Context: an optimization exercise on an open-source flow, tuned for small area, a short achievable clock period and few clock cycles per item. The choices shown serve that exercise and are no tape-out recipe. Where RTL was checked, it was by simulation tests only, not by an equivalence proof against the original. Power and IR drop assume default switching activity.

== main ==
==> flow/design.v <==
module feq_recip (
    input  wire        clk,
    input  wire        rst,         
    input  wire        in_valid,
    output wire        in_ready,
    input  wire [15:0] a_raw,       
    input  wire [15:0] b_raw,       
    output reg         out_valid,
    input  wire        out_ready,
    output wire [31:0] out_re,      
    output wire [31:0] out_im,      
    output reg  [3:0]  out_sh,      
    output reg         out_dead
);
    reg         s1_busy;
    reg  [3:0]  s1_cnt;             
    reg         dead1;
    reg  [3:0]  hp;                 
    reg         e2_r, ez_r;         
    reg  [15:0] as_r, bs_r;
    reg  [31:0] sq_r;               
    assign in_ready = ~s1_busy;
    wire s1_fin = (s1_cnt == 4'd9);
    wire a_small = (a_raw[15:1] == 15'd0) | (a_raw == 16'hFFFF);
    wire b_small = (b_raw[15:1] == 15'd0) | (b_raw == 16'hFFFF);
    wire red2 = (as_r[15] == as_r[14]) & (bs_r[15] == bs_r[14]);
    wire red3 = ((as_r[15:13] == 3'b000) | (as_r[15:13] == 3'b111)) &
                ((bs_r[15:13] == 3'b000) | (bs_r[15:13] == 3'b111));
    wire red5 = ((as_r[15:11] == 5'b00000) | (as_r[15:11] == 5'b11111)) &
                ((bs_r[15:11] == 5'b00000) | (bs_r[15:11] == 5'b11111));
    wire normed = dead1 | ~red2;
    wire [16:0] ax = {as_r, 1'b0};
    wire [16:0] bx = {bs_r, 1'b0};
    reg  [2:0]  wa, wb;
    always @* begin
        case (s1_cnt[2:0])
            3'd0: begin wa = ax[16:14]; wb = bx[16:14]; end
            3'd1: begin wa = ax[14:12]; wb = bx[14:12]; end
            3'd2: begin wa = ax[12:10]; wb = bx[12:10]; end
            3'd3: begin wa = ax[10:8];  wb = bx[10:8];  end
            3'd4: begin wa = ax[8:6];   wb = bx[8:6];   end
            3'd5: begin wa = ax[6:4];   wb = bx[6:4];   end
            3'd6: begin wa = ax[4:2];   wb = bx[4:2];   end
            default: begin wa = ax[2:0]; wb = bx[2:0]; end
        endcase
    end
    wire sqm = ~s1_cnt[3];          
    function [32:0] booth_sq;       
        input [2:0]  dg;
        input [31:0] x;
        input        en;
        reg one, two, neg;
        reg [31:0] m;
        begin
            one = en & (dg[1] ^ dg[0]);
            two = en & ((dg == 3'b011) | (dg == 3'b100));
            neg = en & dg[2] & ~(dg[1] & dg[0]);
            m   = one ? x : two ? {x[30:0], 1'b0} : 32'd0;
            booth_sq = {neg, neg ? ~m : m};
        end
    endfunction
    wire [32:0] ta = booth_sq(wa, {{16{as_r[15]}}, as_r}, sqm);
    wire [32:0] tb = booth_sq(wb, {{16{bs_r[15]}}, bs_r}, sqm);
    wire [31:0] sq4 = (s1_cnt[2:0] == 3'd0) ? 32'd0 : {sq_r[29:0], 2'b00};
    wire [32:0] op_x = sqm ? {1'b0, sq4 | {30'd0, ta[32] & tb[32], ta[32] ^ tb[32]}}
                           : {1'b0, sq_r};
    wire [32:0] op_y = sqm ? {1'b0, ta[31:0]} : {sq_r, 1'b0};
    wire [32:0] s1_sum = op_x + op_y + {1'b0, tb[31:0]};
    wire        e0  = sq_r[31] | sq_r[30];
    wire [31:0] dnn = e0 ? sq_r : sq_r[29] ? {sq_r[30:0], 1'b0} : {sq_r[29:0], 2'b00};
    reg         s2_busy;
    reg  [3:0]  s2_cnt;
    reg  [31:0] dn_r;               
    reg  [32:0] d3_r;               
    reg  [31:0] rem_r;              
    reg  [28:0] q_r;                
    reg  [16:0] a2_r, b2_r;
    reg  [3:0]  sh2;
    reg         dead2;
    reg         s3_busy;
    reg  [3:0]  s3_cnt;
    wire s3_free = ~s3_busy | (s3_cnt == 4'd8);
    wire s2_last = s2_busy & (s2_cnt == 4'd15);
    wire s2_go   = s2_busy & (~s2_last | s3_free);
    wire s2_pass = s2_last & s3_free;
    wire s2_free = ~s2_busy | s2_pass;
    wire handoff = s1_busy & s1_fin & s2_free;
    reg  [1:0] bd;
    always @* begin
        case (s2_cnt)
            4'd0:  bd = dn_r[31:30];
            4'd1:  bd = dn_r[29:28];
            4'd2:  bd = dn_r[27:26];
            4'd3:  bd = dn_r[25:24];
            4'd4:  bd = dn_r[23:22];
            4'd5:  bd = dn_r[21:20];
            4'd6:  bd = dn_r[19:18];
            4'd7:  bd = dn_r[17:16];
            4'd8:  bd = dn_r[15:14];
            4'd9:  bd = dn_r[13:12];
            4'd10: bd = dn_r[11:10];
            4'd11: bd = dn_r[9:8];
            4'd12: bd = dn_r[7:6];
            4'd13: bd = dn_r[5:4];
            4'd14: bd = dn_r[3:2];
            default: bd = dn_r[1:0];
        endcase
    end
    wire [34:0] y   = {1'b0, rem_r, bd};
    wire [34:0] t1  = y - {2'b00, dn_r, 1'b0};
    wire [34:0] t2  = y - {1'b0, dn_r, 2'b00};
    wire [34:0] t3  = y - {1'b0, d3_r, 1'b0};
    wire [1:0]  dg  = ~t3[34] ? 2'd3 : ~t2[34] ? 2'd2 : ~t1[34] ? 2'd1 : 2'd0;
    wire [31:0] rem_n = ~t3[34] ? t3[31:0] : ~t2[34] ? t2[31:0] :
                        ~t1[34] ? t1[31:0] : y[31:0];
    wire [30:0] q_fin = {q_r, dg};
    reg  [30:0] q3;
    reg  [16:0] a3, b3;             
    reg         ap, bp;             
    reg  [33:0] vr, vi;             
    reg         zr, zi;             
    reg  [2:0]  hr, hi;             
    reg  [3:0]  sh3;
    reg         dead3;
    wire s3_go = s3_busy & ((s3_cnt != 4'd0) | ~out_valid | out_ready);
    function [34:0] booth_q;        
        input [2:0]  dg;
        input [30:0] x;
        input        flip;          
        reg one, two, neg;
        reg [33:0] m;
        begin
            one = dg[1] ^ dg[0];
            two = (dg == 3'b011) | (dg == 3'b100);
            neg = (dg[2] & ~(dg[1] & dg[0])) ^ (flip & (one | two));
            m   = one ? {3'b000, x} : two ? {2'b00, x, 1'b0} : 34'd0;
            booth_q = {neg, neg ? ~m : m};
        end
    endfunction
    wire [34:0] tr = booth_q({a3[1:0], ap}, q3, 1'b0);
    wire [34:0] ti = booth_q({b3[1:0], bp}, q3, 1'b1);
    wire [33:0] vr0 = (s3_cnt == 4'd0) ? 34'h0_0000_4000 : vr;
    wire [33:0] vi0 = (s3_cnt == 4'd0) ? 34'h0_0000_4000 : vi;
    wire [33:0] sr  = vr0 + tr[33:0] + {33'd0, tr[34]};
    wire [33:0] si  = vi0 + ti[33:0] + {33'd0, ti[34]};
    assign out_re = {vr[28:0], hr[2], hr[1], hr[0] & ~zr};
    assign out_im = {vi[28:0], hi[2], hi[1], hi[0] & ~zi};
    always @(posedge clk) begin
        if (rst)
            s1_busy <= 1'b0;
        else if (~s1_busy)
            s1_busy <= in_valid;
        else if (handoff)
            s1_busy <= 1'b0;
        if (~s1_busy) begin
            as_r   <= a_raw;
            bs_r   <= b_raw;
            dead1  <= a_small & b_small;
            hp     <= 4'd0;
            s1_cnt <= 4'd0;
        end else if (~normed) begin
            if (red5) begin
                as_r <= {as_r[11:0], 4'd0};
                bs_r <= {bs_r[11:0], 4'd0};
                hp   <= hp + 4'd4;
            end else if (red3) begin
                as_r <= {as_r[13:0], 2'd0};
                bs_r <= {bs_r[13:0], 2'd0};
                hp   <= hp + 4'd2;
            end else begin
                as_r <= {as_r[14:0], 1'b0};
                bs_r <= {bs_r[14:0], 1'b0};
                hp   <= hp + 4'd1;
            end
        end else if (sqm) begin
            sq_r   <= s1_sum[31:0];
            s1_cnt <= s1_cnt + 4'd1;
        end else if (~s1_fin) begin
            sq_r   <= dnn;
            e2_r   <= ~e0 & ~sq_r[29];
            ez_r   <= ~e0;
            s1_cnt <= 4'd9;
        end
        if (rst)
            s2_busy <= 1'b0;
        else if (handoff)
            s2_busy <= 1'b1;
        else if (s2_pass)
            s2_busy <= 1'b0;
        if (handoff) begin
            dn_r   <= sq_r;
            d3_r   <= s1_sum;
            rem_r  <= 32'h2000_0000;        
            q_r    <= 29'd0;
            s2_cnt <= 4'd0;
            a2_r   <= dead1 ? 17'd0 : e2_r ? {as_r, 1'b0} : {as_r[15], as_r};
            b2_r   <= dead1 ? 17'd0 : e2_r ? {bs_r, 1'b0} : {bs_r[15], bs_r};
            sh2    <= dead1 ? 4'd0 : hp + {3'd0, ez_r};
            dead2  <= dead1;
        end else if (s2_go & ~s2_last) begin
            rem_r  <= rem_n;
            q_r    <= {q_r[26:0], dg};
            s2_cnt <= s2_cnt + 4'd1;
        end
        if (rst)
            s3_busy <= 1'b0;
        else if (s2_pass)
            s3_busy <= 1'b1;
        else if (s3_busy & (s3_cnt == 4'd8))
            s3_busy <= 1'b0;
        if (s2_pass) begin
            q3     <= q_fin;
            a3     <= a2_r;
            b3     <= b2_r;
            ap     <= 1'b0;
            bp     <= 1'b0;
            sh3    <= sh2;
            dead3  <= dead2;
            s3_cnt <= 4'd0;
        end else if (s3_go) begin
            a3     <= {a3[16], a3[16], a3[16:2]};
            b3     <= {b3[16], b3[16], b3[16:2]};
            ap     <= a3[1];
            bp     <= b3[1];
            s3_cnt <= s3_cnt + 4'd1;
        end
        if (s3_go) begin
            vr <= {sr[33], sr[33], sr[33:2]};
            vi <= {si[33], si[33], si[33:2]};
            case (s3_cnt)
                4'd0: begin
                    zr <= (sr[1:0] == 2'b00);
                    zi <= (si[1:0] == 2'b00);
                    out_sh   <= sh3;
                    out_dead <= dead3;
                end
                4'd7: begin
                    zr <= zr & ~sr[0];
                    zi <= zi & ~si[0];
                    hr[0] <= sr[1];
                    hi[0] <= si[1];
                end
                4'd8: begin
                    hr[2:1] <= sr[1:0];
                    hi[2:1] <= si[1:0];
                end
                default: begin
                    zr <= zr & (sr[1:0] == 2'b00);
                    zi <= zi & (si[1:0] == 2'b00);
                end
            endcase
        end
        if (rst)
            out_valid <= 1'b0;
        else if (s3_go & (s3_cnt == 4'd8))
            out_valid <= 1'b1;
        else if (out_ready)
            out_valid <= 1'b0;
    end
endmodule
export LEC_CHECK = 0
export CAP_MARGIN = 20
export CORE_MARGIN = 2
export CORE_UTILIZATION = 40
export SLEW_MARGIN = 20
export SYNTH_HIERARCHICAL = 0
create_clock -name core_clock -period 12.0 [get_ports {clk}]
standard.sh (not shown) runs the stock make flow with config.mk's settings and CLKGATE_MAP_FILE= SYNTH_SCRIPT=/design/flow/synth_recipe.tcl, a recipe that flattens the netlist after the stock synthesis.
==> flow/flow/run.sh <==
#!/bin/bash
# Standard ORFS layout, with timing repair asked to leave extra setup
# slack (the clock and constraints are the design's own).
set -euo pipefail
export SETUP_SLACK_MARGIN=${MARGIN:-8}
bash standard.sh > standard.log 2>&1 || { tail -50 standard.log; exit 1; }
main: flow completed, timing, DRC and antenna clean
Input changes introduced in the feature branch (baseline for comparison: main):
--- a/flow/design.v
+++ b/flow/design.v
@@ -12,14 +12,17 @@
     output reg  [3:0]  out_sh,      
     output reg         out_dead
 );
     reg         s1_busy;
+    reg         s1_prep;            
     reg  [3:0]  s1_cnt;             
+    reg         sqm;                
     reg         dead1;
     reg  [3:0]  hp;                 
     reg         e2_r, ez_r;         
     reg  [15:0] as_r, bs_r;
     reg  [31:0] sq_r;               
+    reg  [2:0]  ca, cb;             
     assign in_ready = ~s1_busy;
     wire s1_fin = (s1_cnt == 4'd9);
     wire a_small = (a_raw[15:1] == 15'd0) | (a_raw == 16'hFFFF);
     wire b_small = (b_raw[15:1] == 15'd0) | (b_raw == 16'hFFFF);
@@ -28,13 +31,14 @@
                 ((bs_r[15:13] == 3'b000) | (bs_r[15:13] == 3'b111));
     wire red5 = ((as_r[15:11] == 5'b00000) | (as_r[15:11] == 5'b11111)) &
                 ((bs_r[15:11] == 5'b00000) | (bs_r[15:11] == 5'b11111));
     wire normed = dead1 | ~red2;
+    wire [2:0]  kn = s1_prep ? s1_cnt[2:0] + 3'd1 : 3'd0;
     wire [16:0] ax = {as_r, 1'b0};
     wire [16:0] bx = {bs_r, 1'b0};
     reg  [2:0]  wa, wb;
     always @* begin
-        case (s1_cnt[2:0])
+        case (kn)
             3'd0: begin wa = ax[16:14]; wb = bx[16:14]; end
             3'd1: begin wa = ax[14:12]; wb = bx[14:12]; end
             3'd2: begin wa = ax[12:10]; wb = bx[12:10]; end
             3'd3: begin wa = ax[10:8];  wb = bx[10:8];  end
@@ -43,25 +47,29 @@
             3'd6: begin wa = ax[4:2];   wb = bx[4:2];   end
             default: begin wa = ax[2:0]; wb = bx[2:0]; end
         endcase
     end
-    wire sqm = ~s1_cnt[3];          
+    function [2:0] booth_dec;       
+        input [2:0] dg;
+        begin
+            booth_dec = {dg[1] ^ dg[0], (dg == 3'b011) | (dg == 3'b100),
+                         dg[2] & ~(dg[1] & dg[0])};
+        end
+    endfunction
     function [32:0] booth_sq;       
-        input [2:0]  dg;
+        input [2:0]  c;
         input [31:0] x;
         input        en;
-        reg one, two, neg;
         reg [31:0] m;
+        reg        neg;
         begin
-            one = en & (dg[1] ^ dg[0]);
-            two = en & ((dg == 3'b011) | (dg == 3'b100));
-            neg = en & dg[2] & ~(dg[1] & dg[0]);
-            m   = one ? x : two ? {x[30:0], 1'b0} : 32'd0;
+            neg = en & c[0];
+            m   = (en & c[2]) ? x : (en & c[1]) ? {x[30:0], 1'b0} : 32'd0;
             booth_sq = {neg, neg ? ~m : m};
         end
     endfunction
-    wire [32:0] ta = booth_sq(wa, {{16{as_r[15]}}, as_r}, sqm);
-    wire [32:0] tb = booth_sq(wb, {{16{bs_r[15]}}, bs_r}, sqm);
+    wire [32:0] ta = booth_sq(ca, {{16{as_r[15]}}, as_r}, sqm);
+    wire [32:0] tb = booth_sq(cb, {{16{bs_r[15]}}, bs_r}, sqm);
     wire [31:0] sq4 = (s1_cnt[2:0] == 3'd0) ? 32'd0 : {sq_r[29:0], 2'b00};
     wire [32:0] op_x = sqm ? {1'b0, sq4 | {30'd0, ta[32] & tb[32], ta[32] ^ tb[32]}}
                            : {1'b0, sq_r};
     wire [32:0] op_y = sqm ? {1'b0, ta[31:0]} : {sq_r, 1'b0};
@@ -152,13 +160,15 @@
             s1_busy <= in_valid;
         else if (handoff)
             s1_busy <= 1'b0;
         if (~s1_busy) begin
-            as_r   <= a_raw;
-            bs_r   <= b_raw;
-            dead1  <= a_small & b_small;
-            hp     <= 4'd0;
-            s1_cnt <= 4'd0;
+            as_r    <= a_raw;
+            bs_r    <= b_raw;
+            dead1   <= a_small & b_small;
+            hp      <= 4'd0;
+            s1_cnt  <= 4'd0;
+            s1_prep <= 1'b0;
+            sqm     <= 1'b0;
         end else if (~normed) begin
             if (red5) begin
                 as_r <= {as_r[11:0], 4'd0};
                 bs_r <= {bs_r[11:0], 4'd0};
@@ -171,17 +181,23 @@
                 as_r <= {as_r[14:0], 1'b0};
                 bs_r <= {bs_r[14:0], 1'b0};
                 hp   <= hp + 4'd1;
             end
+        end else if (~s1_prep) begin
+            s1_prep <= 1'b1;
+            sqm     <= 1'b1;
         end else if (sqm) begin
             sq_r   <= s1_sum[31:0];
             s1_cnt <= s1_cnt + 4'd1;
+            sqm    <= (s1_cnt != 4'd7);
         end else if (~s1_fin) begin
             sq_r   <= dnn;
             e2_r   <= ~e0 & ~sq_r[29];
             ez_r   <= ~e0;
             s1_cnt <= 4'd9;
         end
+        ca <= booth_dec(wa);
+        cb <= booth_dec(wb);
         if (rst)
             s2_busy <= 1'b0;
         else if (handoff)
             s2_busy <= 1'b1;
==> comparison <==
| post-layout minimum cycle time | the feature branch vs main | 1.13 ns lower |
Between the feature branch and main, it is the feature branch whose clock skew is higher, by 0.016 ns.
Taking main as the reference, in the feature branch sequential share of cell area higher; final routed wirelength across all metal layers higher; vertical die dimension roughly the same; clock group share of total power higher; core footprint roughly the same.
Against main as the reference, the feature branch delivers a higher post-synthesis to final-layout area growth.
Testbench counts of the feature branch, summed over its fixed seeds: cycles 38,596, items 2,400.
Only the layout flow was run in main; the RTL was not checked for function there.

---

feq_recip, a different RTL version from the one above (not shown whole).
For scale: roughly 410 flip-flops, ~110 I/O pins.
## feq_recip
module feq_recip (
    input  wire        clk,
    input  wire        rst,         
    input  wire        in_valid,
    output wire        in_ready,
    input  wire [15:0] a_raw,       
    input  wire [15:0] b_raw,       
    output reg         out_valid,
    input  wire        out_ready,
    output wire [31:0] out_re,      
    output wire [31:0] out_im,      
    output reg  [3:0]  out_sh,      
    output reg         out_dead
);
    reg         s1_busy;
    reg         s1_prep;            
    reg  [3:0]  s1_cnt;             
    reg         sqm;                
    reg         dead1;
    reg  [3:0]  hp;                 
    reg         e2_r, ez_r;         
    reg  [15:0] as_r, bs_r;
    reg  [31:0] sq_r;               
    reg  [2:0]  ca, cb;             
    wire   s1_load;
    assign in_ready = s1_load;
    wire s1_fin = (s1_cnt == 4'd9);
    wire a_small = (a_raw[15:1] == 15'd0) | (a_raw == 16'hFFFF);
    wire b_small = (b_raw[15:1] == 15'd0) | (b_raw == 16'hFFFF);
    wire red2 = (as_r[15] == as_r[14]) & (bs_r[15] == bs_r[14]);
    wire red3 = ((as_r[15:13] == 3'b000) | (as_r[15:13] == 3'b111)) &
                ((bs_r[15:13] == 3'b000) | (bs_r[15:13] == 3'b111));
    wire red5 = ((as_r[15:11] == 5'b00000) | (as_r[15:11] == 5'b11111)) &
                ((bs_r[15:11] == 5'b00000) | (bs_r[15:11] == 5'b11111));
    wire normed = dead1 | ~red2;
    wire [2:0]  kn = s1_prep ? s1_cnt[2:0] + 3'd1 : 3'd0;
    wire [16:0] ax = {as_r, 1'b0};
    wire [16:0] bx = {bs_r, 1'b0};
    reg  [2:0]  wa, wb;
    always @* begin
        case (kn)
            3'd0: begin wa = ax[16:14]; wb = bx[16:14]; end
            3'd1: begin wa = ax[14:12]; wb = bx[14:12]; end
            3'd2: begin wa = ax[12:10]; wb = bx[12:10]; end
            3'd3: begin wa = ax[10:8];  wb = bx[10:8];  end
            3'd4: begin wa = ax[8:6];   wb = bx[8:6];   end
            3'd5: begin wa = ax[6:4];   wb = bx[6:4];   end
            3'd6: begin wa = ax[4:2];   wb = bx[4:2];   end
            default: begin wa = ax[2:0]; wb = bx[2:0]; end
        endcase
    end
  ...
==> module pfx_add, before the edit <==
module pfx_add #(parameter W = 32, parameter L = 6) (    
    input  wire [W-1:0] a,
    input  wire [W-1:0] b,
    input  wire         ci,
    output wire [W-1:0] s,
    output wire         co
);
    wire [W:0] G [0:L];
    wire [W:0] P [0:L];
    assign G[0] = {a & b, ci};
    assign P[0] = {a ^ b, 1'b0};
    genvar l, i;
    generate
        for (l = 0; l < L; l = l + 1) begin : lv
            for (i = 0; i <= W; i = i + 1) begin : bt
                if ((i >> l) & 1) begin : cmb
                    localparam integer J = ((i >> l) << l) - 1;
                    assign G[l+1][i] = G[l][i] | (P[l][i] & G[l][J]);
                    assign P[l+1][i] = P[l][i] & P[l][J];
                end else begin : pas
                    assign G[l+1][i] = G[l][i];
                    assign P[l+1][i] = P[l][i];
                end
            end
        end
    endgenerate
    assign s  = P[0][W:1] ^ G[L][W-1:0];
    assign co = G[L][W];
endmodule
make LEC_CHECK=0 CAP_MARGIN=20 CORE_MARGIN=2 CORE_UTILIZATION=40 SETUP_SLACK_MARGIN=5 SLEW_MARGIN=20 SYNTH_HIERARCHICAL=0 finish   # period 12.0 ns
run.sh (not shown) runs the stock make flow with config.mk's settings and CLKGATE_MAP_FILE= SYNTH_SCRIPT=/design/flow/synth_recipe.tcl, a recipe that flattens the netlist after the stock synthesis.
Stock flow here: none of the scripts above is used.
Testbench counts at the start, summed over its fixed seeds: cycles 36,196, items 2,400.
Rerun with:
--- a/flow/design.v
+++ b/flow/design.v
@@ -281,15 +281,16 @@
         else if (out_ready)
             out_valid <= 1'b0;
     end
 endmodule
-module pfx_add #(parameter W = 32, parameter L = 6) (    
+module pfx_add #(parameter W = 32) (
     input  wire [W-1:0] a,
     input  wire [W-1:0] b,
     input  wire         ci,
     output wire [W-1:0] s,
     output wire         co
 );
+    localparam L = $clog2(W + 1);
     wire [W:0] G [0:L];
     wire [W:0] P [0:L];
     assign G[0] = {a & b, ci};
     assign P[0] = {a ^ b, 1'b0};
=> Clock-buffer cell count does not change. Global-route usage does not change. Total power does not change. Clock power is about the same. Final area stays the same.
For the second run of this note, only the layout was checked, not whether the RTL still works.

==> what the ideal ports hide <==
The flow's constraints put no driver on any port. The routed layouts listed below were extracted and timed again, unchanged, in two steps. Step 1: set_driving_cell puts a clkbuf_16 on clk and a buf_2 on each other input, an assumption about the parent block. Step 2, shift: input delay + t, output delay - t, t = (earliest + latest rising clock arrival at the registers) / 2. This alone moves slack from input paths to output paths. a / b / c = no drivers / after step 1 / after step 2; a / b = the first two.
| run | t, ns | slack for setup (ns) | worst setup path after step 2 |
|---|---|---|---|
| main | 0.675 | 6.415 / 6.415 / 6.415 | register to register |
| the feature branch | 0.670 | 7.543 / 7.543 / 7.446 | input to register |
| the first run of note 2 | 0.655 | 5.951 / 5.886 / 6.226 | register to register |
| the second run of note 2 | 0.655 | 5.951 / 5.886 / 6.226 | register to register |
After both steps setup and hold are still met in every run listed. The setup slack of the feature branch, which loses most, moves by 0.000 ns with the drivers and by -0.097 ns with both steps.
